Context: an optimization exercise on an open-source flow, tuned for small area, a short achievable clock period and few clock cycles per item. The choices shown serve that exercise and are no tape-out recipe.
At most, simulation tests tie the RTL to the original design; equivalence was not proved.

Design rs72_decoder, start of the top module:
module rs72_decoder (
    input  wire        clk,
    input  wire        rst,
    input  wire        in_valid,
    output wire        in_ready,
    input  wire [7:0]  in_sym,
    input  wire        in_erase,
    output wire        out_valid,
    input  wire        out_ready,
    output wire        out_fail,
    output wire [2:0]  out_count,
    output wire [27:0] out_pos,
    output wire [31:0] out_mag,
    output wire [3:0]  out_loc
);
    localparam [7:0] ALPHA_71 = 8'hBC;    
    function [7:0] gmul(input [7:0] a, input [7:0] b);
        reg [7:0] acc;
        reg [7:0] sh;
        integer i;
        begin
            acc = 8'h00;
            sh  = a;
            for (i = 0; i < 8; i = i + 1) begin
                acc = acc ^ (sh & {8{b[i]}});
                sh  = {sh[6:0], 1'b0} ^ (sh[7] ? 8'h1D : 8'h00);
            end
            gmul = acc;
        end
    endfunction
    reg       in_ready_r;
    reg       v_r;
    reg [7:0] sym_r;
    reg       era_r;
    always @(posedge clk) begin
        sym_r <= in_sym;
        era_r <= in_erase;
        v_r   <= in_valid & in_ready_r & ~rst;
    end
    assign in_ready = in_ready_r;
    reg [7:0] xl;                
    reg [7:0] s1 [0:3];
    reg [2:0] ecnt;              
    reg [7:0] ex1 [0:3];
    wire       s1_last = (xl == 8'h01);
    wire [7:0] h0 = s1[0] ^ sym_r;
    wire [7:0] h1 = gmul(s1[1], 8'h02) ^ sym_r;
    wire [7:0] h2 = gmul(s1[2], 8'h04) ^ sym_r;
    wire [7:0] h3 = gmul(s1[3], 8'h08) ^ sym_r;
    wire [7:0] xl_step = gmul(xl, 8'h8E);
    wire       hand12 = v_r & s1_last;
    wire [2:0] e_fin = (era_r && ecnt < 3'd5) ? ecnt + 3'd1 : ecnt;
    always @(posedge clk) begin
        if (rst) begin
            xl   <= ALPHA_71;
            ecnt <= 3'd0;
  ...
Size: ~83 I/O pins, roughly 25000 µm² of cells after synthesis.
clock: 25.0 ns
lec_check: 0
cap_margin: 20
core_margin: 2
core_utilization: 40
slew_margin: 20
run.sh (not shown) runs the stock make flow with config.mk's settings and CLKGATE_MAP_FILE= SYNTH_SCRIPT=/design/flow/synth_recipe.tcl, a recipe that flattens the netlist after the stock synthesis.
Testbench counts at the start, summed over its fixed seeds: cycles 231,033, words 3,200.
Edit:
--- a/flow/design.v
+++ b/flow/design.v
@@ -334,21 +334,21 @@
     reg  [7:0] c_s0;             
     reg  [7:0] c_s1, c_s2;       
     reg  [7:0] c_l [1:4];        
     reg  [7:0] c_w [0:3];        
     reg        o_valid;
     reg        o_fail;
     reg  [2:0] o_count;
     reg  [6:0] o_pos [0:3];
     reg  [7:0] o_mag [0:3];
     reg  [3:0] o_loc;
-    wire s3_free = ~c_act & (~o_valid | out_ready);
+    wire s3_free = ~c_act & ~o_valid;
     assign hand23 = s2_done & s3_free;
     wire [7:0] lam_val = c_s0 ^ c_l[1] ^ c_l[2] ^ c_l[3] ^ c_l[4];
     wire [7:0] sig_val = c_s0 ^ c_s1 ^ c_s2;
     wire [7:0] den     = c_l[1] ^ c_l[3];
     wire [7:0] om_val  = c_w[0] ^ c_w[1] ^ c_w[2] ^ c_w[3];
     wire       is_root = (lam_val == 8'h00);
     wire       located = (sig_val == 8'h00);
     wire [7:0] den_inv;
     wire [7:0] yval;
     rs72_gf_inv u_inv (.x(den), .y(den_inv));
Worst setup slack degrades by 0.56 ns.
Cell area rose by 0.85%.
Utilization went up by 0.13 points.
Register-to-register slack gets worse by 0.56 ns.
First-iteration DRC count came out higher by 0.68%.
Testbench counts after the change, summed over its fixed seeds: cycles 231,038, words 3,200.

---

rs72_decoder, a different RTL version from the one above (not shown whole).
For scale: roughly 2700 cells after synthesis, roughly 440 flip-flops, roughly 83 I/O pins, ~25000 sq um of cells after synthesis.
==> flow/config.mk <==
export PLATFORM = sky130hd
export DESIGN_NAME = rs72_decoder
export DESIGN_NICKNAME = rs72_decoder
export VERILOG_FILES = /design/flow/design.v
export SDC_FILE = /design/flow/constraint.sdc
export NUM_CORES = 4
export LEC_CHECK = 0
export CAP_MARGIN = 20
export CORE_MARGIN = 2
export CORE_UTILIZATION = 40
export SLEW_MARGIN = 20
==> flow/constraint.sdc <==
create_clock -name core_clock -period 25.0 [get_ports {clk}]
set_input_delay 5.0000 -clock core_clock [delete_from_list [all_inputs] [get_ports {clk}]]
set_output_delay 5.0000 -clock core_clock [all_outputs]
set_load 0.01 [all_outputs]
Next try:
--- a/flow/design.v
+++ b/flow/design.v
@@ -447,18 +447,18 @@
                 for (k = 1; k < 4; k = k + 1) begin
                     o_pos[k] <= o_pos[k-1];
                     o_mag[k] <= o_mag[k-1];
                 end
             end
         end
     end
     wire [7:0] xl_n = rst_r ? ALPHA_71 : (v_r ? (s1_last ? ALPHA_71 : xl_step) : xl);
     wire       near_end_n = (xl_n == 8'h02) | (xl_n == 8'h01);
     always @(posedge clk)
-        in_ready_r <= rst | ~s2_busy_n | ~near_end_n;
+        in_ready_r <= rst_r | ~s2_busy_n | ~near_end_n;
     assign out_valid = o_valid;
     assign out_fail  = o_fail;
     assign out_count = o_count;
     assign out_pos   = {o_pos[3], o_pos[2], o_pos[1], o_pos[0]};
     assign out_mag   = {o_mag[3], o_mag[2], o_mag[1], o_mag[0]};
     assign out_loc   = o_loc;
 endmodule
Die area is about the same.
Count of clock-buffer cells in the layout decreases by 2.
Area after synthesis stays flat.
First-iteration DRC count falls by 6.2%.
Routed wire length is lower by 1.8%.
Sequential share of layout area is about the same.
Setup slack loses 0.016 ns.
Critical path depth is unchanged.
Testbench counts after the change, summed over its fixed seeds: cycles 231,119, words 3,200.
The RTL of the first run of this note was laid out without a check of its function.

---

Setup of delta:
rs72_decoder, a different RTL version from the one above (not shown whole).
For scale: roughly 2,600 cells after synthesis, ~420 flip-flops, about 83 I/O pins, about 0.024 mm^2 of cells after synthesis.
Settings: LEC_CHECK=0, CAP_MARGIN=20, CORE_MARGIN=2, CORE_UTILIZATION=40, SLEW_MARGIN=20; clock period 25.0 ns.
standard.sh (not shown) runs the stock make flow with config.mk's settings and CLKGATE_MAP_FILE= SYNTH_SCRIPT=/design/flow/synth_recipe.tcl, a recipe that flattens the netlist after the stock synthesis.
==> flow/flow/run.sh <==
#!/bin/bash
# Standard layout, with port buffers of type buf_4 instead of the default choice.
set -euo pipefail
bash standard.sh "BUFFER_PORTS_ARGS=-buffer_cell sky130_fd_sc_hd__buf_4" finish > standard_flow.log 2>&1
Input changes introduced in nickel (baseline for comparison: delta):
-- flow/design.v --
<<< delta, line 200
    end
    wire [7:0] prod;
    rs72_gf_mul u_mul (.a(m1), .b(m2), .p(prod));
    reg [7:0] dcur;
    always @* begin
>>> nickel, line 200
    end
    wire [7:0] prod;
    reg        q_act, q_put, q_loc;
    reg [7:0] dcur;
    always @* begin
<<< delta, line 252
    wire hand23;
    wire s2_busy_n = hand12 | (s2_busy & ~hand23);
    wire s2_run = s2_busy & ~s2_done;
    wire s2_fin = s2_run & (pc == 6'd31 ||
                  (pc == PC_DEC && (clean || !dec_ok || dec_l == 2'd0)));
>>> nickel, line 252
    wire hand23;
    wire s2_busy_n = hand12 | (s2_busy & ~hand23);
    wire s2_run = s2_busy & ~s2_done & ~q_put;
    wire s2_fin = s2_run & (pc == 6'd31 ||
                  (pc == PC_DEC && (clean || !dec_ok || dec_l == 2'd0)));
<<< delta, line 358
    reg        p_act, p_put, p_loc;
    reg  [7:0] p_den, p_om;
    reg        q_act, q_put, q_loc;
    reg  [7:0] q_inv, q_om;
    wire [7:0] den_inv;
>>> nickel, line 358
    reg        p_act, p_put, p_loc;
    reg  [7:0] p_den, p_om;
    reg  [7:0] q_inv, q_om;
    wire [7:0] den_inv;
<<< delta, line 372
        q_om  <= p_om;
    end
    wire [7:0] yval;
    rs72_gf_mul u_y (.a(q_om), .b(q_inv), .p(yval));
    wire       c_end = q_act & ~p_act;
    wire       c_bad = (rcnt != len3);
>>> nickel, line 371
        q_om  <= p_om;
    end
    rs72_gf_mul u_mul (.a(q_put ? q_om : m1), .b(q_put ? q_inv : m2), .p(prod));
    wire [7:0] yval = prod;
    wire       c_end = q_act & ~p_act;
    wire       c_bad = (rcnt != len3);
<<< delta, line 413
            for (k = 1; k <= 4; k = k + 1) c_l[k] <= g[k];
            for (k = 0; k < 4; k = k + 1) c_w[k] <= (k < len2) ? t[k] : 8'h00;
        end else if (s3_run) begin
            c_s1   <= gmul(c_s1,   8'h8E);
            c_l[1] <= gmul(c_l[1], 8'h8E);
>>> nickel, line 412
            for (k = 1; k <= 4; k = k + 1) c_l[k] <= g[k];
            for (k = 0; k < 4; k = k + 1) c_w[k] <= (k < len2) ? t[k] : 8'h00;
        end else begin
            c_s1   <= gmul(c_s1,   8'h8E);
            c_l[1] <= gmul(c_l[1], 8'h8E);
[summary]
For sequential cell area share, nickel and delta come out practically identical.
Compared with delta, nickel shows a slew of the pin with the lowest slew margin that is 0.035 ns higher.
Against delta, total of clock buffers placed in the layout in nickel fell slightly.
Count of buffers not belonging to the clock network in the layout for nickel is higher than for delta.
nickel against delta: routed wire length now smaller, count of inverters not on the clock network in the layout now larger, non-clock buffering overhead in the final layout now larger.
Between nickel and delta, the critical path depth figures differ only marginally.
The slack of the critical path of nickel falls short of that of delta by 0.032 ns.
On average footprint of a synthesized cell, delta tracks nickel almost exactly.
No functional check of the RTL was part of any run of this note.

## re-timing with driven ports
No port has a modelled driver above. Below, the same layouts with a new extraction and two added sets of constraints. Step 1 sets driving cells, clkbuf_16 on the clock port and buf_2 on the other inputs (assumed; they add their load-dependent delay and slew). Step 2 also shifts input and output timing later by t, the mid clock arrival at the registers, as if the neighbouring blocks saw the same clock. a / b / c = ideal ports / drivers / drivers and shift; a / b = the first two.
| run | t (ns) | setup slack, ns | worst hold slack (ns) |
|---|---|---|---|
| the first run of note 1 | 0.629 | 16.256 / 16.256 / 16.256 | 0.509 / 0.509 / 0.509 |
| the second run of note 1 | 0.629 | 15.700 / 15.700 / 15.700 | 0.492 / 0.492 / 0.492 |
| the first run of note 2 | 0.653 | 18.464 / 18.406 / 18.026 | 0.326 / 0.326 / 0.326 |
| the second run of note 2 | 0.653 | 18.449 / 18.390 / 19.005 | 0.328 / 0.328 / 0.328 |
| delta | 0.639 | 18.883 / 18.825 / 19.240 | 0.326 / 0.326 / 0.326 |
| nickel | 0.639 | 18.850 / 18.791 / 18.875 | 0.326 / 0.326 / 0.326 |
After both steps setup and hold are still met in every run listed. The setup slack of the first run of note 2, which loses most, moves by -0.058 ns with the drivers and by -0.438 ns with both steps.
